This design comes from an exercise in tuning for small area, a short achievable clock period and few clock cycles per item on the open sky130 flow, not from production work. No functional check of the RTL was part of any run shown here.

File: run.sh
#!/bin/bash
# synth_recipe.tcl (not shown) runs the flow's synth.tcl, then flattens the netlist and writes it again
# the make line also repeats each setting of config.mk as NAME=value (left out here)
make -C /OpenROAD-flow-scripts/flow DESIGN_CONFIG=/design/flow/config.mk WORK_HOME=/design/flow/orfs CLKGATE_MAP_FILE= SYNTH_SCRIPT=/design/flow/synth_recipe.tcl finish
File: config.mk
export PLATFORM = sky130hd
export DESIGN_NAME = elrek_tx
export DESIGN_NICKNAME = elrek_tx
export VERILOG_FILES = /design/flow/design.v
export SDC_FILE = /design/flow/constraint.sdc
export NUM_CORES = 8
export LEC_CHECK = 0
export CAP_MARGIN = 20
export CORE_MARGIN = 2
export CORE_UTILIZATION = 40
export SLEW_MARGIN = 20
File: constraint.sdc
create_clock -name core_clock -period 80.0 [get_ports {clk}]
set_input_delay 16.0000 -clock core_clock [delete_from_list [all_inputs] [get_ports {clk}]]
set_output_delay 16.0000 -clock core_clock [all_outputs]
set_load 0.01 [all_outputs]
File: design.v
module elrek_tx (
    input  wire         clk,
    input  wire         rst,
    input  wire [30:0]  seed,
    input  wire         st_valid,
    output wire         st_ready,
    input  wire [3:0]   st_type,
    input  wire [3:0]   st_seq,
    input  wire [511:0] st_payload,
    output reg          tx_valid,
    output reg  [31:0]  tx_data
);
    localparam [3:0] T_ALIGN = 4'h4;
    reg  [511:0] P;          
    reg  [7:0]   tq;         
    reg          ready;
    reg          pfull;      
    reg  [4:0]   rp;         
    reg  [30:0]  scr;
    reg  [62:0]  B;          
    reg  [5:0]   c;          
    reg          lb;         
    reg  [4:0]   h;          
    reg          tkl;        
    reg          pend;       
    reg          fresh;      
    assign st_ready = ready;
    wire align = (tq[7:4] == T_ALIGN);
    reg          o;
    wire cq0 = P[119] ^ P[246] ^ P[373] ^ P[500];
    wire cq1 = P[120] ^ P[247] ^ P[374] ^ P[501];
    wire cq2 = P[121] ^ P[248] ^ P[375] ^ P[502];
    wire cq3 = P[15] ^ P[142] ^ P[269] ^ P[396];
    wire cq4 = P[122] ^ P[249] ^ P[376] ^ P[503];
    wire cq5 = P[72] ^ P[199] ^ P[326] ^ P[453];
    wire cq6 = P[89] ^ P[216] ^ P[343] ^ P[470];
    wire cq7 = P[16] ^ P[143] ^ P[270] ^ P[397];
    wire cq8 = P[123] ^ P[250] ^ P[377] ^ P[504];
    wire cq9 = P[79] ^ P[206] ^ P[333] ^ P[460];
    wire cq10 = P[38] ^ P[165] ^ P[292] ^ P[419];
    wire cq11 = P[73] ^ P[200] ^ P[327] ^ P[454];
    wire cq12 = P[54] ^ P[181] ^ P[308] ^ P[435];
    wire cq13 = P[90] ^ P[217] ^ P[344] ^ P[471];
    wire cq14 = P[17] ^ P[144] ^ P[271] ^ P[398];
    wire cq15 = P[83] ^ P[210] ^ P[337] ^ P[464];
    wire cq16 = P[124] ^ P[251] ^ P[378] ^ P[505];
    wire cq17 = P[112] ^ P[239] ^ P[366] ^ P[493];
    wire cq18 = P[12] ^ P[139] ^ P[266] ^ P[393];
    wire cq19 = P[80] ^ P[207] ^ P[334] ^ P[461];
    wire cq20 = P[64] ^ P[191] ^ P[318] ^ P[445];
    wire cq21 = P[39] ^ P[166] ^ P[293] ^ P[420];
    wire cq22 = P[74] ^ P[201] ^ P[328] ^ P[455];
    wire cq23 = P[0] ^ P[127] ^ P[254] ^ P[381] ^ P[508];
    wire cq24 = P[95] ^ P[222] ^ P[349] ^ P[476];
    wire cq25 = P[55] ^ P[182] ^ P[309] ^ P[436];
    wire cq26 = P[91] ^ P[218] ^ P[345] ^ P[472];
    wire cq27 = P[115] ^ P[242] ^ P[369] ^ P[496];
    wire cq28 = P[18] ^ P[145] ^ P[272] ^ P[399];
    wire cq29 = P[27] ^ P[154] ^ P[281] ^ P[408];
    wire cq30 = P[46] ^ P[173] ^ P[300] ^ P[427];
    wire cq31 = P[84] ^ P[211] ^ P[338] ^ P[465];
    wire cq32 = P[125] ^ P[252] ^ P[379] ^ P[506];
    wire cq33 = P[110] ^ P[237] ^ P[364] ^ P[491];
    wire cq34 = P[25] ^ P[152] ^ P[279] ^ P[406];
    wire cq35 = P[113] ^ P[240] ^ P[367] ^ P[494];
    wire cq36 = P[70] ^ P[197] ^ P[324] ^ P[451];
    wire cq37 = P[13] ^ P[140] ^ P[267] ^ P[394];
    wire cq38 = P[81] ^ P[208] ^ P[335] ^ P[462];
    wire cq39 = P[77] ^ P[204] ^ P[331] ^ P[458];
    wire cq40 = P[59] ^ P[186] ^ P[313] ^ P[440];
    wire cq41 = P[65] ^ P[192] ^ P[319] ^ P[446];
    wire cq42 = P[40] ^ P[167] ^ P[294] ^ P[421];
    wire cq43 = P[3] ^ P[130] ^ P[257] ^ P[384] ^ P[511];
    wire cq44 = P[75] ^ P[202] ^ P[329] ^ P[456];
    wire cq45 = P[108] ^ P[235] ^ P[362] ^ P[489];
    wire cq46 = P[106] ^ P[233] ^ P[360] ^ P[487];
    wire cq47 = P[1] ^ P[128] ^ P[255] ^ P[382] ^ P[509];
    wire cq48 = P[99] ^ P[226] ^ P[353] ^ P[480];
    wire cq49 = P[96] ^ P[223] ^ P[350] ^ P[477];
    wire cq50 = P[56] ^ P[183] ^ P[310] ^ P[437];
    wire cq51 = P[67] ^ P[194] ^ P[321] ^ P[448];
    wire cq52 = P[92] ^ P[219] ^ P[346] ^ P[473];
    wire cq53 = P[61] ^ P[188] ^ P[315] ^ P[442];
    wire cq54 = P[51] ^ P[178] ^ P[305] ^ P[432];
    wire cq55 = P[116] ^ P[243] ^ P[370] ^ P[497];
    wire cq56 = P[19] ^ P[146] ^ P[273] ^ P[400];
    wire cq57 = P[5] ^ P[132] ^ P[259] ^ P[386];
    wire cq58 = P[33] ^ P[160] ^ P[287] ^ P[414];
    wire cq59 = P[28] ^ P[155] ^ P[282] ^ P[409];
    wire cq60 = P[102] ^ P[229] ^ P[356] ^ P[483];
    wire cq61 = P[47] ^ P[174] ^ P[301] ^ P[428];
    wire cq62 = P[85] ^ P[212] ^ P[339] ^ P[466];
    wire cq63 = P[42] ^ P[169] ^ P[296] ^ P[423];
    wire cq64 = P[126] ^ P[253] ^ P[380] ^ P[507];
    wire cq65 = P[63] ^ P[190] ^ P[317] ^ P[444];
    wire cq66 = P[11] ^ P[138] ^ P[265] ^ P[392];
    wire cq67 = P[111] ^ P[238] ^ P[365] ^ P[492];
    wire cq68 = P[45] ^ P[172] ^ P[299] ^ P[426];
    wire cq69 = P[26] ^ P[153] ^ P[280] ^ P[407];
    wire cq70 = P[114] ^ P[241] ^ P[368] ^ P[495];
    wire cq71 = P[94] ^ P[221] ^ P[348] ^ P[475];
    wire cq72 = P[88] ^ P[215] ^ P[342] ^ P[469];
    wire cq73 = P[71] ^ P[198] ^ P[325] ^ P[452];
    wire cq74 = P[14] ^ P[141] ^ P[268] ^ P[395];
    wire cq75 = P[118] ^ P[245] ^ P[372] ^ P[499];
    wire cq76 = P[82] ^ P[209] ^ P[336] ^ P[463];
    wire cq77 = P[53] ^ P[180] ^ P[307] ^ P[434];
    wire cq78 = P[37] ^ P[164] ^ P[291] ^ P[418];
    wire cq79 = P[78] ^ P[205] ^ P[332] ^ P[459];
    wire cq80 = P[50] ^ P[177] ^ P[304] ^ P[431];
    wire cq81 = P[60] ^ P[187] ^ P[314] ^ P[441];
    wire cq82 = P[66] ^ P[193] ^ P[320] ^ P[447];
    wire cq83 = P[98] ^ P[225] ^ P[352] ^ P[479];
    wire cq84 = P[41] ^ P[168] ^ P[295] ^ P[422];
    wire cq85 = P[101] ^ P[228] ^ P[355] ^ P[482];
    wire cq86 = P[32] ^ P[159] ^ P[286] ^ P[413];
    wire cq87 = P[4] ^ P[131] ^ P[258] ^ P[385];
    wire cq88 = P[76] ^ P[203] ^ P[330] ^ P[457];
    wire cq89 = P[69] ^ P[196] ^ P[323] ^ P[450];
    wire cq90 = P[24] ^ P[151] ^ P[278] ^ P[405];
    wire cq91 = P[109] ^ P[236] ^ P[363] ^ P[490];
    wire cq92 = P[105] ^ P[232] ^ P[359] ^ P[486];
    wire cq93 = P[107] ^ P[234] ^ P[361] ^ P[488];
    wire cq94 = P[2] ^ P[129] ^ P[256] ^ P[383] ^ P[510];
    wire cq95 = P[58] ^ P[185] ^ P[312] ^ P[439];
    wire cq96 = P[31] ^ P[158] ^ P[285] ^ P[412];
    wire cq97 = P[100] ^ P[227] ^ P[354] ^ P[481];
    wire cq98 = P[97] ^ P[224] ^ P[351] ^ P[478];
    wire cq99 = P[49] ^ P[176] ^ P[303] ^ P[430];
    wire cq100 = P[57] ^ P[184] ^ P[311] ^ P[438];
    wire cq101 = P[104] ^ P[231] ^ P[358] ^ P[485];
    wire cq102 = P[23] ^ P[150] ^ P[277] ^ P[404];
    wire cq103 = P[68] ^ P[195] ^ P[322] ^ P[449];
    wire cq104 = P[93] ^ P[220] ^ P[347] ^ P[474];
    wire cq105 = P[44] ^ P[171] ^ P[298] ^ P[425];
    wire cq106 = P[10] ^ P[137] ^ P[264] ^ P[391];
    wire cq107 = P[62] ^ P[189] ^ P[316] ^ P[443];
    wire cq108 = P[36] ^ P[163] ^ P[290] ^ P[417];
    wire cq109 = P[52] ^ P[179] ^ P[306] ^ P[433];
    wire cq110 = P[117] ^ P[244] ^ P[371] ^ P[498];
    wire cq111 = P[87] ^ P[214] ^ P[341] ^ P[468];
    wire cq112 = P[20] ^ P[147] ^ P[274] ^ P[401];
    wire cq113 = P[7] ^ P[134] ^ P[261] ^ P[388];
    wire cq114 = P[6] ^ P[133] ^ P[260] ^ P[387];
    wire cq115 = P[8] ^ P[135] ^ P[262] ^ P[389];
    wire cq116 = P[34] ^ P[161] ^ P[288] ^ P[415];
    wire cq117 = P[29] ^ P[156] ^ P[283] ^ P[410];
    wire cq118 = P[21] ^ P[148] ^ P[275] ^ P[402];
    wire cq119 = P[22] ^ P[149] ^ P[276] ^ P[403];
    wire cq120 = P[103] ^ P[230] ^ P[357] ^ P[484];
    wire cq121 = P[48] ^ P[175] ^ P[302] ^ P[429];
    wire cq122 = P[30] ^ P[157] ^ P[284] ^ P[411];
    wire cq123 = P[86] ^ P[213] ^ P[340] ^ P[467];
    wire cq124 = P[35] ^ P[162] ^ P[289] ^ P[416];
    wire cq125 = P[9] ^ P[136] ^ P[263] ^ P[390];
    wire cq126 = P[43] ^ P[170] ^ P[297] ^ P[424];
    wire [7:0] chs;
    wire ch_x0, ch_x1, ch_x2, ch_x3, ch_x4, ch_x5, ch_x6, ch_x7, ch_x8, ch_x9, ch_x10, ch_x11, ch_x12, ch_x13, ch_x14, ch_x15, ch_x16, ch_x17, ch_x18, ch_x19, ch_x20;
    assign ch_x0 = scr[0] ^ scr[24];
    assign ch_x1 = scr[23] ^ scr[8];
    assign ch_x2 = scr[14] ^ scr[30];
    assign ch_x3 = scr[12] ^ scr[2];
    assign ch_x4 = scr[10] ^ scr[7];
    assign ch_x5 = ch_x0 ^ scr[15];
    assign ch_x6 = scr[6] ^ scr[9];
    assign ch_x7 = scr[16] ^ scr[5];
    assign ch_x8 = scr[13] ^ scr[4];
    assign ch_x9 = ch_x4 ^ scr[25];
    assign ch_x10 = ch_x1 ^ scr[26];
    assign ch_x11 = scr[29] ^ scr[3];
    assign ch_x12 = scr[1] ^ scr[28];
    assign ch_x13 = scr[11] ^ scr[13];
    assign ch_x14 = scr[10] ^ scr[19];
    assign ch_x15 = ch_x7 ^ ch_x9;
    assign ch_x16 = ch_x6 ^ scr[27];
    assign ch_x17 = ch_x5 ^ ch_x8;
    assign ch_x18 = ch_x3 ^ scr[23];
    assign ch_x19 = ch_x11 ^ scr[18];
    assign ch_x20 = ch_x10 ^ ch_x3;
    assign chs[0] = ch_x12 ^ ch_x13 ^ ch_x15 ^ ch_x18 ^ scr[0] ^ scr[17] ^ scr[30];
    assign chs[1] = ch_x0 ^ ch_x10 ^ ch_x15 ^ ch_x19 ^ ch_x2 ^ scr[6];
    assign chs[2] = ch_x14 ^ ch_x16 ^ ch_x17 ^ ch_x20 ^ ch_x7;
    assign chs[3] = ch_x16 ^ ch_x18 ^ ch_x2 ^ scr[20] ^ scr[24] ^ scr[3];
    assign chs[4] = ch_x17 ^ ch_x9 ^ scr[21] ^ scr[3];
    assign chs[5] = ch_x2 ^ ch_x20 ^ ch_x4 ^ ch_x8 ^ scr[17] ^ scr[22] ^ scr[28];
    assign chs[6] = ch_x1 ^ ch_x13 ^ ch_x19 ^ ch_x5 ^ scr[14] ^ scr[27] ^ scr[28] ^ scr[5] ^ scr[9];
    assign chs[7] = ch_x12 ^ ch_x14 ^ ch_x2 ^ ch_x5 ^ ch_x6 ^ scr[12] ^ scr[16] ^ scr[25] ^ scr[29] ^ scr[4];
    wire [7:0] chg = chs & {8{~align}};
    wire [7:0] chx;
    wire cp_x0, cp_x1, cp_x2, cp_x3, cp_x4, cp_x5, cp_x6, cp_x7, cp_x8, cp_x9, cp_x10, cp_x11, cp_x12, cp_x13, cp_x14, cp_x15, cp_x16, cp_x17, cp_x18, cp_x19, cp_x20, cp_x21, cp_x22, cp_x23, cp_x24, cp_x25, cp_x26, cp_x27, cp_x28, cp_x29, cp_x30, cp_x31, cp_x32, cp_x33, cp_x34, cp_x35, cp_x36, cp_x37, cp_x38, cp_x39, cp_x40, cp_x41, cp_x42, cp_x43, cp_x44, cp_x45, cp_x46, cp_x47, cp_x48, cp_x49, cp_x50, cp_x51, cp_x52, cp_x53, cp_x54, cp_x55, cp_x56, cp_x57, cp_x58, cp_x59, cp_x60, cp_x61, cp_x62, cp_x63, cp_x64, cp_x65, cp_x66, cp_x67, cp_x68, cp_x69, cp_x70, cp_x71, cp_x72, cp_x73, cp_x74, cp_x75, cp_x76, cp_x77, cp_x78, cp_x79, cp_x80, cp_x81, cp_x82, cp_x83, cp_x84, cp_x85, cp_x86, cp_x87, cp_x88, cp_x89, cp_x90, cp_x91, cp_x92, cp_x93, cp_x94, cp_x95, cp_x96, cp_x97, cp_x98, cp_x99, cp_x100, cp_x101, cp_x102, cp_x103, cp_x104, cp_x105, cp_x106, cp_x107, cp_x108, cp_x109;
    assign cp_x0 = cq125 ^ tq[5];
    assign cp_x1 = cq63 ^ cq95;
    assign cp_x2 = cq124 ^ cq126;
    assign cp_x3 = cq118 ^ cq122;
    assign cp_x4 = cp_x0 ^ cq111;
    assign cp_x5 = cq87 ^ tq[0];
    assign cp_x6 = cq57 ^ tq[1];
    assign cp_x7 = cq115 ^ tq[4];
    assign cp_x8 = cq114 ^ tq[2];
    assign cp_x9 = cq113 ^ tq[3];
    assign cp_x10 = cq106 ^ tq[6];
    assign cp_x11 = cp_x4 ^ cq78;
    assign cp_x12 = cp_x3 ^ cq99;
    assign cp_x13 = cp_x2 ^ cq93;
    assign cp_x14 = cp_x1 ^ cq31;
    assign cp_x15 = cq92 ^ cq94;
    assign cp_x16 = cq90 ^ cq91;
    assign cp_x17 = cq85 ^ cq89;
    assign cp_x18 = cq83 ^ cq86;
    assign cp_x19 = cq77 ^ cq79;
    assign cp_x20 = cq71 ^ cq75;
    assign cp_x21 = cq61 ^ cq62;
    assign cp_x22 = cq58 ^ cq60;
    assign cp_x23 = cq55 ^ cq59;
    assign cp_x24 = cq53 ^ cq54;
    assign cp_x25 = cq46 ^ cq47;
    assign cp_x26 = cq43 ^ cq51;
    assign cp_x27 = cq39 ^ cq45;
    assign cp_x28 = cq29 ^ cq30;
    assign cp_x29 = cq23 ^ cq27;
    assign cp_x30 = cq121 ^ cq123;
    assign cp_x31 = cq119 ^ cq120;
    assign cp_x32 = cq116 ^ cq117;
    assign cp_x33 = cq109 ^ cq110;
    assign cp_x34 = cq105 ^ cq108;
    assign cp_x35 = cq103 ^ cq107;
    assign cp_x36 = cq101 ^ cq102;
    assign cp_x37 = cp_x8 ^ cp_x9;
    assign cp_x38 = cp_x36 ^ cp_x7;
    assign cp_x39 = cp_x30 ^ cp_x31;
    assign cp_x40 = cp_x22 ^ cp_x6;
    assign cp_x41 = cp_x14 ^ cq15;
    assign cp_x42 = cp_x13 ^ cp_x5;
    assign cp_x43 = cp_x12 ^ cp_x35;
    assign cp_x44 = cp_x10 ^ cp_x34;
    assign cp_x45 = cq66 ^ tq[7];
    assign cp_x46 = cp_x44 ^ cq96;
    assign cp_x47 = cp_x43 ^ cq98;
    assign cp_x48 = cp_x42 ^ cq84;
    assign cp_x49 = cp_x41 ^ cq7;
    assign cp_x50 = cp_x40 ^ cq56;
    assign cp_x51 = cp_x39 ^ cq88;
    assign cp_x52 = cp_x38 ^ cq68;
    assign cp_x53 = cp_x37 ^ cq97;
    assign cp_x54 = cp_x33 ^ cq76;
    assign cp_x55 = cp_x32 ^ cq52;
    assign cp_x56 = cp_x29 ^ cq3;
    assign cp_x57 = cp_x28 ^ cq28;
    assign cp_x58 = cp_x27 ^ cq5;
    assign cp_x59 = cp_x26 ^ cq35;
    assign cp_x60 = cp_x25 ^ cq44;
    assign cp_x61 = cp_x24 ^ cq48;
    assign cp_x62 = cp_x23 ^ cq50;
    assign cp_x63 = cp_x21 ^ cp_x60;
    assign cp_x64 = cp_x20 ^ cq67;
    assign cp_x65 = cp_x19 ^ cq73;
    assign cp_x66 = cp_x18 ^ cq82;
    assign cp_x67 = cp_x17 ^ cq81;
    assign cp_x68 = cp_x16 ^ cq74;
    assign cp_x69 = cp_x15 ^ cp_x57;
    assign cp_x70 = cp_x11 ^ cq72;
    assign cp_x71 = cq69 ^ cq70;
    assign cp_x72 = cq65 ^ cq9;
    assign cp_x73 = cq41 ^ cq49;
    assign cp_x74 = cq40 ^ cq42;
    assign cp_x75 = cq38 ^ cq6;
    assign cp_x76 = cq36 ^ cq37;
    assign cp_x77 = cq33 ^ cq34;
    assign cp_x78 = cq25 ^ cq26;
    assign cp_x79 = cq24 ^ cq80;
    assign cp_x80 = cq21 ^ cq22;
    assign cp_x81 = cq18 ^ cq20;
    assign cp_x82 = cq17 ^ cq19;
    assign cp_x83 = cq13 ^ cq14;
    assign cp_x84 = cq104 ^ cq112;
    assign cp_x85 = cq10 ^ cq12;
    assign cp_x86 = cp_x84 ^ cq100;
    assign cp_x87 = cp_x79 ^ cp_x81;
    assign cp_x88 = cp_x70 ^ cp_x85;
    assign cp_x89 = cp_x69 ^ cp_x83;
    assign cp_x90 = cp_x68 ^ cq11;
    assign cp_x91 = cp_x67 ^ cp_x82;
    assign cp_x92 = cp_x64 ^ cp_x66;
    assign cp_x93 = cp_x63 ^ cp_x89;
    assign cp_x94 = cp_x61 ^ cp_x87;
    assign cp_x95 = cp_x59 ^ cp_x73;
    assign cp_x96 = cp_x58 ^ cp_x72;
    assign cp_x97 = cp_x56 ^ cp_x96;
    assign cp_x98 = cp_x55 ^ cp_x80;
    assign cp_x99 = cp_x54 ^ cp_x93;
    assign cp_x100 = cp_x53 ^ cp_x95;
    assign cp_x101 = cp_x52 ^ cp_x71;
    assign cp_x102 = cp_x51 ^ cp_x78;
    assign cp_x103 = cp_x50 ^ cp_x74;
    assign cp_x104 = cp_x49 ^ cp_x75;
    assign cp_x105 = cp_x48 ^ cp_x98;
    assign cp_x106 = cp_x47 ^ cp_x92;
    assign cp_x107 = cp_x46 ^ cp_x86;
    assign cp_x108 = cp_x106 ^ cp_x45;
    assign cp_x109 = cp_x104 ^ cp_x11;
    assign chx[0] = chg[0] ^ cp_x1 ^ cp_x12 ^ cp_x17 ^ cp_x18 ^ cp_x20 ^ cp_x26 ^ cp_x28 ^ cp_x40 ^ cp_x45 ^ cp_x46 ^ cp_x52 ^ cp_x77 ^ cp_x88 ^ cp_x9 ^ cp_x94 ^ cp_x97 ^ cq0 ^ cq119 ^ cq124 ^ cq15 ^ cq17 ^ cq36 ^ cq40 ^ cq46 ^ cq6 ^ cq77 ^ cq90 ^ cq92;
    assign chx[1] = chg[1] ^ cp_x100 ^ cp_x23 ^ cp_x42 ^ cp_x43 ^ cp_x49 ^ cp_x6 ^ cp_x64 ^ cp_x65 ^ cp_x91 ^ cp_x97 ^ cq1 ^ cq101 ^ cq105 ^ cq109 ^ cq11 ^ cq111 ^ cq116 ^ cq120 ^ cq13 ^ cq21 ^ cq25 ^ cq29 ^ cq33 ^ cq37 ^ cq47 ^ cq53 ^ cq61 ^ cq69 ^ cq83 ^ cq91;
    assign chx[2] = chg[2] ^ cp_x10 ^ cp_x108 ^ cp_x109 ^ cp_x25 ^ cp_x5 ^ cp_x56 ^ cp_x59 ^ cp_x62 ^ cp_x8 ^ cp_x90 ^ cq10 ^ cq102 ^ cq110 ^ cq117 ^ cq121 ^ cq126 ^ cq14 ^ cq18 ^ cq19 ^ cq2 ^ cq22 ^ cq26 ^ cq30 ^ cq34 ^ cq39 ^ cq42 ^ cq54 ^ cq58 ^ cq62 ^ cq70 ^ cq79 ^ cq94;
    assign chx[3] = chg[3] ^ cp_x101 ^ cp_x105 ^ cp_x109 ^ cp_x19 ^ cp_x24 ^ cp_x58 ^ cp_x76 ^ cp_x99 ^ cq100 ^ cq103 ^ cq108 ^ cq118 ^ cq12 ^ cq123 ^ cq20 ^ cq23 ^ cq4 ^ cq55 ^ cq60 ^ cq71 ^ cq85 ^ cq86;
    assign chx[4] = chg[4] ^ cp_x102 ^ cp_x103 ^ cp_x13 ^ cp_x41 ^ cp_x44 ^ cp_x65 ^ cp_x88 ^ cp_x90 ^ cp_x99 ^ cq104 ^ cq107 ^ cq122 ^ cq24 ^ cq27 ^ cq41 ^ cq43 ^ cq45 ^ cq59 ^ cq75 ^ cq8 ^ cq89 ^ cq9;
    assign chx[5] = chg[5] ^ cp_x0 ^ cp_x102 ^ cp_x105 ^ cp_x14 ^ cp_x16 ^ cp_x21 ^ cp_x29 ^ cp_x3 ^ cp_x37 ^ cp_x50 ^ cp_x62 ^ cp_x66 ^ cp_x69 ^ cp_x7 ^ cp_x91 ^ cp_x94 ^ cq112 ^ cq16 ^ cq49 ^ cq51;
    assign chx[6] = chg[6] ^ cp_x100 ^ cp_x103 ^ cp_x107 ^ cp_x2 ^ cp_x27 ^ cp_x33 ^ cp_x38 ^ cp_x39 ^ cp_x4 ^ cp_x47 ^ cp_x55 ^ cp_x61 ^ cp_x62 ^ cp_x63 ^ cp_x76 ^ cp_x77 ^ cq32 ^ cq38 ^ cq63;
    assign chx[7] = chg[7] ^ cp_x101 ^ cp_x107 ^ cp_x108 ^ cp_x15 ^ cp_x32 ^ cp_x48 ^ cp_x51 ^ cp_x53 ^ cp_x54 ^ cp_x65 ^ cp_x67 ^ cp_x68 ^ cp_x70 ^ cq64 ^ cq65 ^ cq80 ^ cq95;
    wire [7:0] chk = chx ^ 8'h9C;
    wire [15:0] marker = {tq, chk};
    wire [3:0]  widx = (rp == 5'd0) ? 4'd0 : rp[3:0] - 4'd1;
    reg  [31:0] raw;
    integer     w;
    always @(*) begin
        raw = 32'd0;
        for (w = 0; w < 16; w = w + 1)
            raw = raw | (P[511 - 32*w -: 32] & {32{widx == w}});
    end
    reg  [31:0] ks;
    reg  [30:0] s2;
    integer     m;
    always @(*) begin
        s2 = scr;
        for (m = 31; m >= 0; m = m - 1) begin
            o     = s2[30] ^ s2[27];
            s2    = {s2[29:0], o};
            ks[m] = o;
        end
    end
    wire [31:0] word     = raw ^ (align ? 32'd0 : ks);
    wire [30:0] scr_next = align ? scr : s2;
    wire [65:0] Bx = {B, 3'd0};
    wire [5:0]  a  = c - 6'd29;
    wire [31:0] A  = Bx[a + 31 -: 32];       
    reg  [31:0] L;                           
    reg  [4:0]  hs [0:31];
    reg  [1:0]  T  [0:32];                   
    reg  [31:0] tk;
    reg  [31:0] ow;                          
    reg  [5:0]  u;
    reg         complete;
    reg         e, pl, pt;
    reg  [4:0]  ph;
    integer     j;
    always @(*) begin
        for (j = 0; j < 32; j = j + 1) L[j] = A[31 - j];
        pl = lb; ph = h; pt = tkl;
        T[0] = {1'b0, pend};
        for (j = 0; j < 32; j = j + 1) begin
            e = (L[j] == pl) ^ pt;
            if (j == 0 && fresh) e = 1'b0;
            tk[j]  = e & ph[4] & ~ph[3];
            hs[j]  = {5{e}} & {ph[3:0], ~ph[4]};
            T[j+1] = T[j] + {1'b0, tk[j]};
            pl = L[j]; ph = hs[j]; pt = tk[j];
        end
        for (j = 0; j < 32; j = j + 1) begin
            ow[j] = (j == 0) & pend & ~lb;
            if (T[j] == 2'd0) ow[j] = ow[j] | L[j];
            if (j >= 1) begin
                if (T[j-1] == 2'd1) ow[j] = ow[j] | L[j-1];
                if (T[j-1] == 2'd0) ow[j] = ow[j] | (tk[j-1] & ~L[j-1]);
            end
            if (j >= 2) begin
                if (T[j-2] == 2'd2) ow[j] = ow[j] | L[j-2];
                if (T[j-2] == 2'd1) ow[j] = ow[j] | (tk[j-2] & ~L[j-2]);
            end
            if (j >= 3) begin
                if (T[j-3] == 2'd3) ow[j] = ow[j] | L[j-3];
                if (T[j-3] == 2'd2) ow[j] = ow[j] | (tk[j-3] & ~L[j-3]);
            end
        end
        complete = (c >= 6'd32) ||
                   (c == 6'd31 && T[31] >= 2'd1) ||
                   (c == 6'd30 && T[30] >= 2'd2) ||
                   (c == 6'd29 && T[29] == 2'd3);
        u = 6'd29 + {5'd0, T[29] <= 2'd2} + {5'd0, T[30] <= 2'd1} + {5'd0, T[31] == 2'd0};
    end
    reg         lb_n, tk_n, pd_n;
    reg  [4:0]  h_n;
    always @(*) begin
        case (u[1:0])
            2'd1:    begin lb_n = L[28]; h_n = hs[28]; tk_n = tk[28]; pd_n = (T[28] != 2'd2); end
            2'd2:    begin lb_n = L[29]; h_n = hs[29]; tk_n = tk[29]; pd_n = (T[29] != 2'd1); end
            2'd3:    begin lb_n = L[30]; h_n = hs[30]; tk_n = tk[30]; pd_n = (T[30] != 2'd0); end
            default: begin lb_n = L[31]; h_n = hs[31]; tk_n = tk[31]; pd_n = 1'b1;           end
        endcase
    end
    wire [5:0] c1 = complete ? c - u : c;
    reg  [1:0] n;           
    reg  [4:0] rp_n;
    reg        pfull_n;
    always @(*) begin
        n = 2'd0; rp_n = rp; pfull_n = pfull;
        if (pfull) begin
            if (rp == 5'd0) begin
                if (c1 <= 6'd15) begin
                    n = 2'd3; rp_n = 5'd2;
                end else if (c1 <= 6'd47) begin
                    n = 2'd1; rp_n = 5'd1;
                end
            end else if (c1 <= 6'd31) begin
                n = 2'd2; rp_n = rp + 5'd1;
                if (rp == 5'd16) pfull_n = 1'b0;
            end
        end
    end
    wire [5:0] c_n = c1 + {n[1], n[0] & ~n[1], 4'd0} + {1'b0, n[1] & n[0], 4'd0};
    wire       ok_n = (c_n <= 6'd60);
    always @(posedge clk) begin
        if (ready) begin
            P  <= st_payload;
            tq <= {st_type, st_seq};
        end
        tx_data <= {ow[0], ow[1], ow[2], ow[3], ow[4], ow[5], ow[6], ow[7],
                    ow[8], ow[9], ow[10], ow[11], ow[12], ow[13], ow[14], ow[15],
                    ow[16], ow[17], ow[18], ow[19], ow[20], ow[21], ow[22], ow[23],
                    ow[24], ow[25], ow[26], ow[27], ow[28], ow[29], ow[30], ow[31]};
        case (n)
            2'd1: B <= {B[46:0], marker};
            2'd2: B <= {B[30:0], word};
            2'd3: B <= {B[14:0], marker, word};
            default: ;
        endcase
        if (rst) begin
            scr      <= seed;
            ready    <= 1'b1;
            pfull    <= 1'b0;
            rp       <= 5'd0;
            c        <= 6'd0;
            lb       <= 1'b0;
            h        <= 5'd0;
            tkl      <= 1'b0;
            pend     <= 1'b0;
            fresh    <= 1'b1;
            tx_valid <= 1'b0;
        end else begin
            tx_valid <= complete;
            if (complete) begin
                lb    <= lb_n;
                h     <= h_n;
                tkl   <= tk_n;
                pend  <= tk_n & pd_n;
                fresh <= 1'b0;
            end
            c <= c_n;
            if (n[1]) scr <= scr_next;
            if (ready && st_valid) begin
                pfull <= 1'b1;
                rp    <= 5'd0;
            end else begin
                pfull <= pfull_n;
                rp    <= rp_n;
            end
            ready <= !(ready && st_valid) && (!pfull_n || (rp_n == 5'd16 && ok_n));
        end
    end
endmodule
==> flow_summary.yaml, run 1 <==
sta:
  final.setup.worst_slack_ns: 58.10
  tightest_slew_ns: 1.19
  fin_setup_tns_ns: 0
  period_needed_ns: 21.90
  rsz0062_at_grt: "no"
  final_max_slew_viol_count: 0
  finalSetupViolCount: 0
  max_freq_mhz: 45.7
  hold_viol: 0
  slew-limit-headroom: 0.204
  finalCritPeriodShare: 0.274
  clock_skew_ns: 0.0246
die:
  die_h_um: 331
  initial_core_util: 0.404
  rows: 119
  die_area_um2: 109000
  fp.dieW_um: 331
  coreArea_um2: 106000
  io_pins: 588
clock_tree:
  clkTransAtPathRegs_ns: 0.06
  cts_tree: "yes"
  cts-root-buf: "clkbuf_16"
  cts_buffer_depth: 3
  htree_levels: 3
  cts_resized: 0
  cts_buffers: 77
  clk_latency_ns: 0.68
  post_cts_buffers: 0
  hold_buffers: 0
  cts.sink_count: 669
placement:
  place_ws_ns: 58.41
  place_congestion: 0.987
  io_buffers: 587
  hpwl_um: 140000
global_route:
  grt_use_total: 0.315
  grt_pass1_wl_um: 244000
  grt_max_degree: 162
  grt_pass1_vias: 33600
  antenna_found_initial: 28
  grt_overflow: 0
logic_synthesis:
  yosys_warnings: 3
  synthArstFlopShare: 0
  syn-cell-area_um2: 42700
  ys.flop_type: "edfxtp_1"
  syn_nets: 4343
  ys_ff_latch: 669
  synth_edf_count: 614
  syn_inst: 3741
  yosysSeqAreaShare: 0.458
  syn_area_per_cell_um2: 11.4
  ys_types: 120
route:
  wl_um: 176000
  vias: 34500
  vias_per_cell: 5.99
  drt_iter0_markers: 4415
  first_pass_iters: 6
  drtAntennaViolNets: 0
  wire_per_inst_um: 30.6
  drc_errors: 0
layout:
  final_nets: 4887
  area_delta_synth_final_pct: 23.6
  drive_gt1_frac: 0.0865
min_path:
  whs_path_depth: 2
  min_to: "rp[4]"
  hold_class: "flip-flop to flip-flop"
  min_from: "rp[4]"
critical_path:
  worst_r2r_path_depth: 61
  r2r_end: "scr[13]"
  path_buf_inv: 7
  timing.setup.critical_path_class: "flip-flop to flip-flop"
  cp_top_family: "adder cells"
  cp_max_fo: 62
  reg2reg_from: "c[0]"
  critPathLaunchType: "flip-flop"
  cp_common_cell: "ha_1"
  crit_slowest_cell: "dfxtp_2"
  cp-end-kind: "flip-flop"
  worstPathRequired_ns: 80.31
  cp_data_arrival_time_ns: 22.21
  max_stage_delay_ns: 0.76
  r2r_slack_ns: 58.10
job:
  maxCapViolations: 0
run_status:
  status: "no timing/DRC/antenna violations"
==> placed cells by master (no fill, tap or decap), types with 15 or more instances in the layout <==
| cell | Yosys | layout |
|---|---|---|
| nand4_1 | 48 | 48 |
| nand2b_1 | 21 | 21 |
| nor2_1 | 233 | 224 |
| o22ai_1 | 27 | 27 |
| diode_2 | 0 | 15 |
| clkdlybuf4s50_1 | 0 | 586 |
| nor2b_1 | 26 | 25 |
| a221oi_1 | 141 | 141 |
| xor2_1 | 118 | 116 |
| edfxtp_1 | 614 | 614 |
| o21ai_0 | 90 | 90 |
| a31oi_1 | 28 | 28 |
| mux4_2 | 33 | 33 |
| inv_1 | 72 | 72 |
| a21oi_1 | 122 | 120 |
| a211oi_1 | 40 | 40 |
| nor3_1 | 65 | 62 |
| nand2_1 | 199 | 199 |
| xnor2_1 | 763 | 760 |
| clkbuf_1 | 119 | 17 |
| mux2i_1 | 109 | 109 |
| buf_4 | 11 | 53 |
| ha_1 | 47 | 46 |
| and2_1 | 17 | 17 |
| a221o_1 | 32 | 32 |
| nand3_1 | 64 | 64 |
| clkbuf_16 | 0 | 77 |
| a22o_1 | 132 | 132 |
| o211ai_1 | 32 | 32 |
| and3_1 | 47 | 46 |
| dfxtp_1 | 55 | 53 |
| mux2_2 | 50 | 50 |
==> flip-flops by register name, summed over array words and instances, names as in the netlist, 5 cells and up <==
| register | cells |
|---|---|
| tx_data | 32 |
| rp | 5 |
| h | 5 |
| B | 63 |
| c | 6 |
| P | 512 |
| tq | 8 |
| scr | 31 |
==> metal layers <==
layer	up-vias	part of all wire	global-route usage
met5	-	0.00096	0
met4	24	0.049	0.140
met3	343	0.089	0.0662
met2	1892	0.47	0.514
met1	16900	0.39	0.403
li1	15300	-	-
==> logic make-up (layout without fill, tap and decap cells) <==
| family | Yosys count | after routing | synth area share |
|---|---|---|---|
| buffers and inverters | 250 | 854 | 0.0244 |
| multiplexers | 196 | 196 | 0.0572 |
| AND/OR/NAND/NOR | 813 | 813 | 0.0942 |
| other | 0 | 15 | 0 |
| adder cells (fa/ha/maj) | 49 | 49 | 0.0145 |
| XOR/XNOR | 918 | 918 | 0.199 |
| AO/OA/AOI/OAI | 846 | 846 | 0.153 |
| flip-flops | 669 | 669 | 0.458 |
==> cell usage after synthesis, drive strengths merged (70+ instances only) <==
library cell / number / area [um2]
xnor2: 776 / 6950
edfxtp: 614 / 18400
nor2: 235 / 887
nand2: 202 / 771
a221oi: 143 / 1260
a22o: 132 / 1160
xor2: 130 / 1260
a21oi: 126 / 653
clkbuf: 119 / 447
mux2i: 109 / 1090
o21ai: 107 / 547
inv: 74 / 278
nor3: 70 / 375
==> worst max path at each step <==
stage | startpoint | endpoint | cells past startpoint
final | c[0] | scr[13] | 61
after detailed placement | c[0] | scr[11] | 61
after floorplan | ready | st_ready | 0
after global routing | c[0] | scr[13] | 61
after CTS | c[0] | scr[12] | 61
after global placement | c[0] | scr[13] | 61
==> worst register-to-register path: cells and delay by family (launching register included) <==
kind	cells	cell delay (ns)
AOI/OAI and AO/OA	7	1.93
xor gates and xnor gates	2	0.21
adders and majority gates	35	13.81
buffers and inverters	7	1.99
DFF	1	0.76
muxes	2	1.03
and+or+nand+nor	8	1.77
==> per-stage QoR <==
| step | utilization | cell area, um2 | cells | hold slack [ns] |
|---|---|---|---|---|
| final | 0.500 | 52800 | 5751 | 0.583 |
| after global routing | 0.500 | 52800 | 5748 | 0.605 |
| after CTS | 0.500 | 52700 | 5736 | 0.575 |
| after detailed placement | 0.476 | 50200 | 5597 | 0.566 |
| after global placement | 0.476 | 50200 | 5597 | 0.546 |
| after floorplan | - | 42700 | 3741 | 0.468 |
==> final cells by class <==
class | count | area (um2)
multi-input combinational | 2822 | 22400
clock inverter | 45 | 538
sequential | 669 | 19500
clock buffer | 94 | 1990
inverter | 74 | 278
timing repair buffer | 641 | 6290
tap | 1391 | 1740
antenna | 15 | 37.5
fill | 9546 | 52800
==> run 2: changes to the inputs <==
--- a/design.v
+++ b/design.v
@@ -16,16 +16,12 @@
     reg          ready;
     reg          pfull;      
-    reg  [4:0]   rp;         
+    reg          mk;         
+    reg  [3:0]   wp;         
     reg  [30:0]  scr;
     reg  [62:0]  B;          
     reg  [5:0]   c;          
-    reg          lb;         
-    reg  [4:0]   h;          
-    reg          tkl;        
-    reg          pend;       
     reg          fresh;      
     assign st_ready = ready;
     wire align = (tq[7:4] == T_ALIGN);
-    reg          o;
     wire cq0 = P[119] ^ P[246] ^ P[373] ^ P[500];
     wire cq1 = P[120] ^ P[247] ^ P[374] ^ P[501];
@@ -309,103 +305,116 @@
     wire [7:0] chk = chx ^ 8'h9C;
     wire [15:0] marker = {tq, chk};
-    wire [3:0]  widx = (rp == 5'd0) ? 4'd0 : rp[3:0] - 4'd1;
+    reg  [15:0] ws;
     reg  [31:0] raw;
-    integer     w;
+    integer     w, b;
     always @(*) begin
-        raw = 32'd0;
-        for (w = 0; w < 16; w = w + 1)
-            raw = raw | (P[511 - 32*w -: 32] & {32{widx == w}});
+        for (w = 0; w < 16; w = w + 1) ws[w] = (wp == w);
+        for (b = 0; b < 32; b = b + 1) begin
+            raw[b] = 1'b0;
+            for (w = 0; w < 16; w = w + 1)
+                raw[b] = raw[b] | (P[511 - 32*w - 31 + b] & ws[w]);
+        end
     end
-    reg  [31:0] ks;
-    reg  [30:0] s2;
+    reg  [62:0] ksx;         
     integer     m;
     always @(*) begin
-        s2 = scr;
-        for (m = 31; m >= 0; m = m - 1) begin
-            o     = s2[30] ^ s2[27];
-            s2    = {s2[29:0], o};
-            ks[m] = o;
-        end
+        ksx[62:32] = scr;
+        for (m = 31; m >= 0; m = m - 1) ksx[m] = ksx[m + 31] ^ ksx[m + 28];
+    end
+    wire [31:0] word     = raw ^ (ksx[31:0] & {32{~align}});
+    wire [30:0] scr_next = ksx[30:0];
+    wire [62:0] Y = {c[5] ? B[62:32] : B[30:0], B[31:0]};
+    wire [4:0]  a = c[4:0];
+    reg  [38:0] f1;
+    reg  [32:0] f2;
+    reg  [31:0] A;
+    integer     i;
+    always @(*) begin
+        for (i = 0; i < 39; i = i + 1)
+            case (a[4:3])
+                2'd0: f1[i] = Y[i];
+                2'd1: f1[i] = Y[i + 8];
+                2'd2: f1[i] = Y[i + 16];
+                default: f1[i] = Y[i + 24];
+            endcase
+        for (i = 0; i < 33; i = i + 1)
+            case (a[2:1])
+                2'd0: f2[i] = f1[i];
+                2'd1: f2[i] = f1[i + 2];
+                2'd2: f2[i] = f1[i + 4];
+                default: f2[i] = f1[i + 6];
+            endcase
+        for (i = 0; i < 32; i = i + 1)
+            A[i] = a[0] ? f2[i + 1] : f2[i];
     end
-    wire [31:0] word     = raw ^ (align ? 32'd0 : ks);
-    wire [30:0] scr_next = align ? scr : s2;
-    wire [65:0] Bx = {B, 3'd0};
-    wire [5:0]  a  = c - 6'd29;
-    wire [31:0] A  = Bx[a + 31 -: 32];       
-    reg  [31:0] L;                           
-    reg  [4:0]  hs [0:31];
-    reg  [1:0]  T  [0:32];                   
+    reg  [42:0] X;
+    reg  [42:0] d;           
+    reg  [42:0] tkx;         
     reg  [31:0] tk;
-    reg  [31:0] ow;                          
+    reg  [32:0] F1, F2, F3;  
+    reg  [31:0] xs;          
+    reg  [31:0] ow;          
+    reg         pend, rr, rq, tp;
     reg  [5:0]  u;
     reg         complete;
-    reg         e, pl, pt;
-    reg  [4:0]  ph;
-    integer     j;
+    integer     j, k;
     always @(*) begin
-        for (j = 0; j < 32; j = j + 1) L[j] = A[31 - j];
-        pl = lb; ph = h; pt = tkl;
-        T[0] = {1'b0, pend};
+        pend = ~fresh & ((tx_data[10:0] == 11'h7FF) | (tx_data[10:0] == 11'h000));
+        for (j = 0; j < 11; j = j + 1) X[10 - j] = tx_data[j];
+        if (pend) X[10:0] = {~X[10], X[10:1]};
+        for (j = 0; j < 32; j = j + 1) X[11 + j] = A[31 - j];
+        d[0] = 1'b0;
+        for (k = 1; k < 43; k = k + 1) d[k] = (X[k] == X[k-1]);
+        if (fresh) d[11:0] = 12'd0;
+        tkx = 43'd0;
+        for (k = 11; k < 43; k = k + 1) begin
+            rr = &d[k -: 10];                
+            rq = &d[k -: 9];                 
+            tkx[k] = (rr & (d[k-10] ~^ tkx[k-11])) | (tkx[k-10] & ~d[k-9] & rq);
+        end
+        tk = tkx[42:11];
+        F1[0] = pend; F2[0] = 1'b0; F3[0] = 1'b0;
         for (j = 0; j < 32; j = j + 1) begin
-            e = (L[j] == pl) ^ pt;
-            if (j == 0 && fresh) e = 1'b0;
-            tk[j]  = e & ph[4] & ~ph[3];
-            hs[j]  = {5{e}} & {ph[3:0], ~ph[4]};
-            T[j+1] = T[j] + {1'b0, tk[j]};
-            pl = L[j]; ph = hs[j]; pt = tk[j];
+            F1[j+1] = F1[j] | tk[j];
+            F2[j+1] = F2[j] | (tk[j] & F1[j]);
+            F3[j+1] = F3[j] | (tk[j] & F2[j]);
         end
         for (j = 0; j < 32; j = j + 1) begin
-            ow[j] = (j == 0) & pend & ~lb;
-            if (T[j] == 2'd0) ow[j] = ow[j] | L[j];
-            if (j >= 1) begin
-                if (T[j-1] == 2'd1) ow[j] = ow[j] | L[j-1];
-                if (T[j-1] == 2'd0) ow[j] = ow[j] | (tk[j-1] & ~L[j-1]);
-            end
-            if (j >= 2) begin
-                if (T[j-2] == 2'd2) ow[j] = ow[j] | L[j-2];
-                if (T[j-2] == 2'd1) ow[j] = ow[j] | (tk[j-2] & ~L[j-2]);
-            end
-            if (j >= 3) begin
-                if (T[j-3] == 2'd3) ow[j] = ow[j] | L[j-3];
-                if (T[j-3] == 2'd2) ow[j] = ow[j] | (tk[j-3] & ~L[j-3]);
+            xs[j] = X[11 + j];
+            if (j >= 1 && F1[j-1]) begin
+                xs[j] = X[10 + j];
+                if (j >= 2 && F2[j-2]) begin
+                    xs[j] = X[9 + j];
+                    if (j >= 3 && F3[j-3]) xs[j] = X[8 + j];
+                end
             end
         end
-        complete = (c >= 6'd32) ||
-                   (c == 6'd31 && T[31] >= 2'd1) ||
-                   (c == 6'd30 && T[30] >= 2'd2) ||
-                   (c == 6'd29 && T[29] == 2'd3);
-        u = 6'd29 + {5'd0, T[29] <= 2'd2} + {5'd0, T[30] <= 2'd1} + {5'd0, T[31] == 2'd0};
-    end
-    reg         lb_n, tk_n, pd_n;
-    reg  [4:0]  h_n;
-    always @(*) begin
-        case (u[1:0])
-            2'd1:    begin lb_n = L[28]; h_n = hs[28]; tk_n = tk[28]; pd_n = (T[28] != 2'd2); end
-            2'd2:    begin lb_n = L[29]; h_n = hs[29]; tk_n = tk[29]; pd_n = (T[29] != 2'd1); end
-            2'd3:    begin lb_n = L[30]; h_n = hs[30]; tk_n = tk[30]; pd_n = (T[30] != 2'd0); end
-            default: begin lb_n = L[31]; h_n = hs[31]; tk_n = tk[31]; pd_n = 1'b1;           end
-        endcase
-    end
-    wire [5:0] c1 = complete ? c - u : c;
-    reg  [1:0] n;           
-    reg  [4:0] rp_n;
-    reg        pfull_n;
-    always @(*) begin
-        n = 2'd0; rp_n = rp; pfull_n = pfull;
-        if (pfull) begin
-            if (rp == 5'd0) begin
-                if (c1 <= 6'd15) begin
-                    n = 2'd3; rp_n = 5'd2;
-                end else if (c1 <= 6'd47) begin
-                    n = 2'd1; rp_n = 5'd1;
-                end
-            end else if (c1 <= 6'd31) begin
-                n = 2'd2; rp_n = rp + 5'd1;
-                if (rp == 5'd16) pfull_n = 1'b0;
+        for (j = 0; j < 32; j = j + 1) begin
+            if (j == 0)
+                tp = pend;
+            else begin
+                tp = F1[j] & ~F1[j-1];
+                if (j >= 2) tp = tp | (F2[j-1] & ~F2[j-2]);
+                if (j >= 3) tp = tp | (F3[j-2] & ~F3[j-3]);
             end
+            if (j == 0) ow[j] = tp ? X[10] : xs[0];
+            else        ow[j] = tp ? ~xs[j-1] : xs[j];
         end
+        complete = c[5] | (c[4:0] == 5'd31 & F1[31]) | (c[4:0] == 5'd30 & F2[30]) |
+                   (c[4:0] == 5'd29 & F3[29]);
+        u = 6'd29 + {5'd0, ~F3[29]} + {5'd0, ~F2[30]} + {5'd0, ~F1[31]};
     end
-    wire [5:0] c_n = c1 + {n[1], n[0] & ~n[1], 4'd0} + {1'b0, n[1] & n[0], 4'd0};
-    wire       ok_n = (c_n <= 6'd60);
+    wire [5:0] c1   = complete ? c - u : c;
+    wire [5:0] c1e  = c1;
+    wire       n_mw = pfull & mk & (c1e <= 6'd15);              
+    wire       n_m  = pfull & mk & ~n_mw & (c1e <= 6'd47);      
+    wire       n_w  = pfull & ~mk & (c1e <= 6'd31);             
+    wire       take = n_mw | n_w;                               
+    wire       last = take & (wp == 4'd15);
+    wire [5:0] add  = {n_mw | n_w, n_mw | n_m, 4'd0};
+    wire [5:0] c_n  = c1 + add;
+    wire [5:0] c_ne = c1e + add;
+    wire       pfull_n = pfull & ~last;
+    wire [3:0] wp_n = wp + {3'd0, take};
     always @(posedge clk) begin
         if (ready) begin
@@ -413,45 +422,37 @@
             tq <= {st_type, st_seq};
         end
-        tx_data <= {ow[0], ow[1], ow[2], ow[3], ow[4], ow[5], ow[6], ow[7],
-                    ow[8], ow[9], ow[10], ow[11], ow[12], ow[13], ow[14], ow[15],
-                    ow[16], ow[17], ow[18], ow[19], ow[20], ow[21], ow[22], ow[23],
-                    ow[24], ow[25], ow[26], ow[27], ow[28], ow[29], ow[30], ow[31]};
-        case (n)
-            2'd1: B <= {B[46:0], marker};
-            2'd2: B <= {B[30:0], word};
-            2'd3: B <= {B[14:0], marker, word};
-            default: ;
-        endcase
+        if (complete && !rst)
+            tx_data <= {ow[0], ow[1], ow[2], ow[3], ow[4], ow[5], ow[6], ow[7],
+                        ow[8], ow[9], ow[10], ow[11], ow[12], ow[13], ow[14], ow[15],
+                        ow[16], ow[17], ow[18], ow[19], ow[20], ow[21], ow[22], ow[23],
+                        ow[24], ow[25], ow[26], ow[27], ow[28], ow[29], ow[30], ow[31]};
+        if (n_m)  B <= {B[46:0], marker};
+        if (n_w)  B <= {B[30:0], word};
+        if (n_mw) B <= {B[14:0], marker, word};
         if (rst) begin
             scr      <= seed;
             ready    <= 1'b1;
             pfull    <= 1'b0;
-            rp       <= 5'd0;
+            mk       <= 1'b0;
+            wp       <= 4'd0;
             c        <= 6'd0;
-            lb       <= 1'b0;
-            h        <= 5'd0;
-            tkl      <= 1'b0;
-            pend     <= 1'b0;
             fresh    <= 1'b1;
             tx_valid <= 1'b0;
         end else begin
             tx_valid <= complete;
-            if (complete) begin
-                lb    <= lb_n;
-                h     <= h_n;
-                tkl   <= tk_n;
-                pend  <= tk_n & pd_n;
-                fresh <= 1'b0;
-            end
+            if (complete) fresh <= 1'b0;
             c <= c_n;
-            if (n[1]) scr <= scr_next;
+            if (take) scr <= align ? scr : scr_next;
             if (ready && st_valid) begin
                 pfull <= 1'b1;
-                rp    <= 5'd0;
+                mk    <= 1'b1;
+                wp    <= 4'd0;
             end else begin
                 pfull <= pfull_n;
-                rp    <= rp_n;
+                mk    <= mk & ~(n_m | n_mw);
+                wp    <= wp_n;
             end
-            ready <= !(ready && st_valid) && (!pfull_n || (rp_n == 5'd16 && ok_n));
+            ready <= !(ready && st_valid) &&
+                     (!pfull_n || (!mk && wp_n == 4'd15 && c_ne <= 6'd60));
         end
     end
==> run 2 against run 1 <==
  * Still clean
  * Clock skew is 0.0030 ns lower
  * Worst setup slack better by 4.0 ns
  * Design area is 5.3% lower
  * Non-clock buffer count is 5 lower
  * First-iteration DRC count is 2.8% higher
  * Critical path depth is 60 lower
  * Area after synthesis is 6.0% lower
  * Via count is 9.2% lower
  * Sequential share of layout area is 2.4 points higher
  * Highest routed layer unchanged
==> flow_summary.yaml, run 2 <==
run_status:
  status: "no timing/DRC/antenna violations"
logic_synthesis:
  ys_top_cells_by_count: "xnor2_1, edfxtp_1, a221oi_1, nand2_1, nor2_1"
  synthMuxAreaShare: 0.0757
  synth-simple-area-share: 0.0725
  synth_fa_ha_area_frac: 0.0117
  yosysTopAreaCellShare: 0.483
  synth_area_leaders: "edfxtp_1, xnor2_1, a221oi_1"
  ys.flop_type: "edfxtp_1"
  synth_edf_count: 646
  synth_compound_area_frac: 0.143
  syn_inst: 3318
  synthArstFlopShare: 0
  yosys.area.top_type: "edfxtp_1"
  syn_nets: 3906
  yosysSeqAreaShare: 0.491
  syn_area_per_cell_um2: 12.1
  ys_ff_latch: 661
  yosys_warnings: 7
  ys_types: 117
  synthXorXnorAreaFrac: 0.182
  synth_top_family_by_area: "XOR/XNOR gates"
  synth_most_common_cell: "xnor2_1"
  syn-cell-area_um2: 40100
clock_tree:
  hold_buffers: 0
  cts_buffers: 77
  clk_latency_ns: 0.67
  cts_buffer_depth: 3
  cts_tree: "yes"
  htree_levels: 3
  post_cts_buffers: 0
  cts-root-buf: "clkbuf_16"
  cts.sink_count: 661
  cts_resized: 0
  clkTransAtPathRegs_ns: 0.05
critical_path:
  timing.setup.critical_path_class: "flip-flop to primary output"
  crit_start: "tx_data[0]"
  r2r_end: "ready"
  cp_top_family: "buffers and inverters"
  cp_max_fo: 8
  critPathLaunchType: "flip-flop"
  crit_slowest_cell: "clkdlybuf4s50_1"
  cp-end-kind: "primary output"
  cp_data_arrival_time_ns: 1.87
  max_stage_delay_ns: 0.62
  path_buf_inv: 1
  worst_r2r_path_depth: 40
  cp_cell_sequence: "clkdlybuf4s50_1"
  reg2reg_from: "c[4]"
  worstPathRequired_ns: 64.00
  r2r_slack_ns: 66.83
die:
  rows: 116
  die_h_um: 321
  die_area_um2: 103000
  coreArea_um2: 99700
  io_pins: 588
  fp.dieW_um: 321
  initial_core_util: 0.402
sta:
  final_max_slew_viol_count: 0
  slew-limit-headroom: 0.286
  finalSetupViolCount: 0
  clock_skew_ns: 0.0216
  fin_setup_tns_ns: 0
  hold_viol: 0
  finalCritPeriodShare: 0.223
  max_freq_mhz: 56.0
  tightest_slew_ns: 1.07
  period_needed_ns: 17.87
  rsz0062_at_grt: "no"
global_route:
  grt_pass1_wl_um: 227000
  antenna_found_initial: 19
  grt_pass1_vias: 30900
  grt_use_total: 0.309
  grt_max_degree: 91
  grt_overflow: 0
placement:
  io_buffers: 587
  place_congestion: 0.944
  hpwl_um: 127000
  placed_cell_area_um2: 47400
min_path:
  min_from: "mk"
  hold_class: "flip-flop to flip-flop"
  min_to: "mk"
  whs_path_depth: 2
route:
  drtAntennaViolNets: 0
  wire_per_inst_um: 30.8
  drt_iter0_markers: 4539
  wl_um: 162000
  vias_per_cell: 5.95
  vias: 31300
  first_pass_iters: 8
  drc_errors: 0
layout:
  drive_gt1_frac: 0.0943
  area_delta_synth_final_pct: 24.6
  biggestRegsByFlops: "P (512), B (63), tx_data (32)"
  fin_area_um2: 50000
  regMostFlops: "P"
  fillCellCount: 8804
  layout_common_cells: "xnor2_1, edfxtp_1, clkdlybuf4s50_1"
  final_common_cell: "xnor2_1"
  final_nets: 4468
  largest_reg_flops: 512
job:
  maxCapViolations: 0
==> run 2: cells by family after synthesis <==
group,count (synthesis)
xor gates and xnor gates,818
AOI/OAI and AO/OA,738
DFF,661
and+or+nand+nor,574
muxes,261
buffers and inverters,229
adders and majority gates,37
==> run 2: cell type report <==
type / count / area (um2) / share of cell area
Antenna cell: 11 / 27.5 / 0.000551
Clock buffer: 98 / 2010 / 0.0401
Clock inverter: 45 / 507 / 0.0101
Inverter: 76 / 290 / 0.00581
Multi-Input combinational cell: 2428 / 19600 / 0.392
Sequential cell: 661 / 19700 / 0.394
Tap cell: 1298 / 1620 / 0.0325
Timing Repair Buffer: 636 / 6240 / 0.125
==> run 2: routing by layer <==
layer | share of wire | vias to the layer above | track usage
met1 | 0.39 | 15400 | 0.389
met4 | 0.039 | 14 | 0.112
met3 | 0.084 | 292 | 0.0587
met5 | 0.00063 | - | 0
met2 | 0.49 | 1772 | 0.527
li1 | - | 13800 | -
==> run 2: worst register-to-register path, delay by kind of cell, from the launching register on <==
| kind | cells | cell delay, ns |
|---|---|---|
| XOR/XNOR | 1 | 0.47 |
| buffers and inverters | 6 | 2.14 |
| adder cells (fa/ha/maj) | 8 | 2.72 |
| multiplexers | 1 | 0.27 |
| AO/OA/AOI/OAI | 12 | 3.97 |
| AND/OR/NAND/NOR | 12 | 2.98 |
| flip-flops | 1 | 0.52 |
==> run 2: per-stage QoR <==
step           utilization  hold WS (ns)  setup WS (ns)  std cells
2_1_floorplan            -         0.505          52.21       3318
4_1_cts              0.501         0.575          62.10       5242
6_report             0.501         0.580          62.13       5253
3_5_place_dp         0.476         0.569          62.42       5099
3_3_place_gp         0.476         0.559          62.42       5099
5_1_grt              0.501         0.617          62.08       5248
==> run 2: worst max-delay path by stage <==
stage                       endpoint  slack [ns]  depth (start not counted)
after floorplan             st_ready       52.21                          0
after global placement       scr[23]       62.42                          4
after detailed placement     scr[16]       62.42                          4
after CTS                 tx_data[0]       62.10                          1
after global routing      tx_data[0]       62.08                          1
final                     tx_data[0]       62.13                          1
==> run 3: changes to the inputs <==
==> flow/run.sh (new file) <==
#!/bin/bash
set -euo pipefail
export BUFFER_PORTS_ARGS="-buffer_cell sky130_fd_sc_hd__buf_1"
bash standard.sh > standard.log 2>&1
==> standard.sh (new file) <==
#!/bin/bash
# synth_recipe.tcl (not shown) runs the flow's synth.tcl, then flattens the netlist and writes it again
# the make line also repeats each setting of config.mk as NAME=value (left out here)
make -C /OpenROAD-flow-scripts/flow DESIGN_CONFIG=/design/flow/config.mk WORK_HOME=/design/flow/orfs CLKGATE_MAP_FILE= SYNTH_SCRIPT=/design/flow/synth_recipe.tcl "${@:-finish}"
removed: run.sh
==> run 3 against run 2 <==
  * Still clean on timing, DRC and antenna
  * Area after synthesis did not move
  * Final cell count down 0.17%
  * Register-to-register slack improved by 0.07 ns
  * First-iteration DRC count fell by 14%
==> flow_summary.yaml, run 3 <==
clock_tree:
  cts.sink_count: 661
  cts_tree: "yes"
  htree_levels: 3
  cts-root-buf: "clkbuf_16"
  hold_buffers: 0
  cts_buffers: 74
  cts_buffer_depth: 3
  cts_resized: 0
  clk_latency_ns: 0.67
  post_cts_buffers: 0
  clkTransAtPathRegs_ns: 0.06
logic_synthesis:
  yosys_warnings: 7
  synthArstFlopShare: 0
  synth_area_leaders: "edfxtp_1, xnor2_1, a221oi_1"
  yosysTopAreaCellShare: 0.483
  ys_ff_latch: 661
  ys.flop_type: "edfxtp_1"
  ys_types: 117
  syn_area_per_cell_um2: 12.1
  synthMuxAreaShare: 0.0757
  yosys.area.top_type: "edfxtp_1"
  synth_fa_ha_area_frac: 0.0117
  synth-simple-area-share: 0.0725
  synthXorXnorAreaFrac: 0.182
  syn-cell-area_um2: 40100
  synth_edf_count: 646
  synth_compound_area_frac: 0.143
  syn_inst: 3318
  yosysSeqAreaShare: 0.491
  ys_top_cells_by_count: "xnor2_1, edfxtp_1, a221oi_1, nand2_1, nor2_1"
  synth_top_family_by_area: "XOR/XNOR gates"
  synth_most_common_cell: "xnor2_1"
  syn_nets: 3906
critical_path:
  crit_slowest_cell: "dfxtp_4"
  critPathLaunchType: "flip-flop"
  worst_r2r_path_depth: 42
  worstPathRequired_ns: 64.00
  cp_data_arrival_time_ns: 1.65
  cp_cell_sequence: "buf_1"
  reg2reg_from: "c[3]"
  crit_start: "ready"
  endpoint: "st_ready"
  max_stage_delay_ns: 0.74
  timing.setup.critical_path_class: "flip-flop to primary output"
  cp-end-kind: "primary output"
  path_buf_inv: 1
  cp_top_family: "flip-flops"
  cp_num_cells: 1
  r2r_slack_ns: 66.90
  r2r_end: "ready"
  cp_max_fo: 33
layout:
  largest_reg_flops: 512
  fillCellCount: 9231
  seq_area_um2: 19700
  final_nets: 4464
  biggestRegsByFlops: "P (512), B (63), tx_data (32)"
  drive_gt1_frac: 0.0978
  area_delta_synth_final_pct: 15.5
  multi_input_area_um2: 19600
  layout_common_cells: "xnor2_1, edfxtp_1, buf_1"
  regMostFlops: "P"
  layout.cells.non_filler: 5244
  final_common_cell: "xnor2_1"
die:
  coreArea_um2: 99700
  rows: 116
  initial_core_util: 0.402
  io_pins: 588
  die_h_um: 321
  die_area_um2: 103000
  fp.dieW_um: 321
run_status:
  status: "no timing/DRC/antenna violations"
sta:
  tightest_slew_ns: 1.11
  finalSetupViolCount: 0
  final_max_slew_viol_count: 0
  final.setup.worst_slack_ns: 62.35
  clock_skew_ns: 0.0248
  rsz0062_at_grt: "no"
  finalCritPeriodShare: 0.221
  max_freq_mhz: 56.7
  slew-limit-headroom: 0.260
  whs_ns: 0.569
  fin_setup_tns_ns: 0
  period_needed_ns: 17.65
  hold_viol: 0
job:
  maxCapViolations: 0
route:
  wire_per_inst_um: 29.9
  drt_iter0_markers: 3902
  vias_per_cell: 5.93
  drc_errors: 0
  vias: 31100
  first_pass_iters: 7
  wl_um: 157000
  drtAntennaViolNets: 0
global_route:
  met1_usage: 0.380
  grtUsageMet3: 0.0566
  grt.busiest_layer: "met2"
  antenna_found_initial: 22
  grt_pass1_wl_um: 219000
  grt_overflow: 0
  grt_use_total: 0.298
  grt_pass1_vias: 30400
  grt_max_degree: 83
  grt_use_met2: 0.498
min_path:
  hold_class: "flip-flop to flip-flop"
placement:
  dp.cells: 5098
  io_buffers: 587
  place_ws_ns: 62.43
  place_congestion: 0.949
  hpwl_um: 122000
## run 3: worst min-delay path by stage
stage	from	end	slack [ns]	cells after the start
after floorplan	mk	mk	0.51	2
after global placement	mk	mk	0.56	2
after detailed placement	mk	mk	0.57	2
after CTS	mk	mk	0.57	2
after global routing	mk	mk	0.65	2
final	mk	mk	0.57	2
## run 3: per-layer routing
metal	routed length [um]	vias to the layer above
li1	-	13800
met1	60900	15300
met2	75300	1697
met3	13700	296
met4	6790	18
met5	111	-
## run 3: logic make-up (layout without fill, tap and decap cells)
logic type	count (synthesis)	count (layout)
compound gates	738	738
xor+xnor	818	818
fa+ha+maj	37	37
buf+inv	229	848
flops	661	661
mux	261	261
other cells	0	9
simple gates	574	574
## run 3: cell type report
cell class                 instances  area share
sequential                       661       0.425
timing repair buffer             635      0.0554
tap                             1298      0.0350
antenna                            9    0.000486
multi-input combinational       2428       0.423
clock inverter                    57      0.0143
inverter                          76     0.00626
clock buffer                      80      0.0404
## run 3: stage by stage
stage,util,area [um2]
3_3_place_gp,0.439,43800
4_1_cts,0.464,46300
6_report,0.465,46300
5_1_grt,0.465,46300
3_5_place_dp,0.439,43800
2_1_floorplan,-,40100

-- what the ideal ports hide --
In the flow no input, the clock included, has a driving cell. The finished layouts below were timed again as built, in two steps.
Step 1, drivers: a clkbuf_16 drives clk and a buf_2 each remaining input, both assumed.
Step 2 moves the port delays by t, midway between the first and last clock arrival at a register: inputs arrive t later, outputs are due t later. That takes back most of the time a late clock gives input paths.
a / b / c = no drivers / after step 1 / after step 2; a / b = the first two.
run | t (ns) | setup WS [ns] | worst setup path after step 2
run 1 | 0.743 | 58.100 / 58.100 / 58.100 | register to register
run 2 | 0.732 | 62.130 / 62.056 / 62.421 | input to register
run 3 | 0.726 | 62.351 / 62.276 / 62.384 | input to register
After both steps every run listed still meets setup and hold.
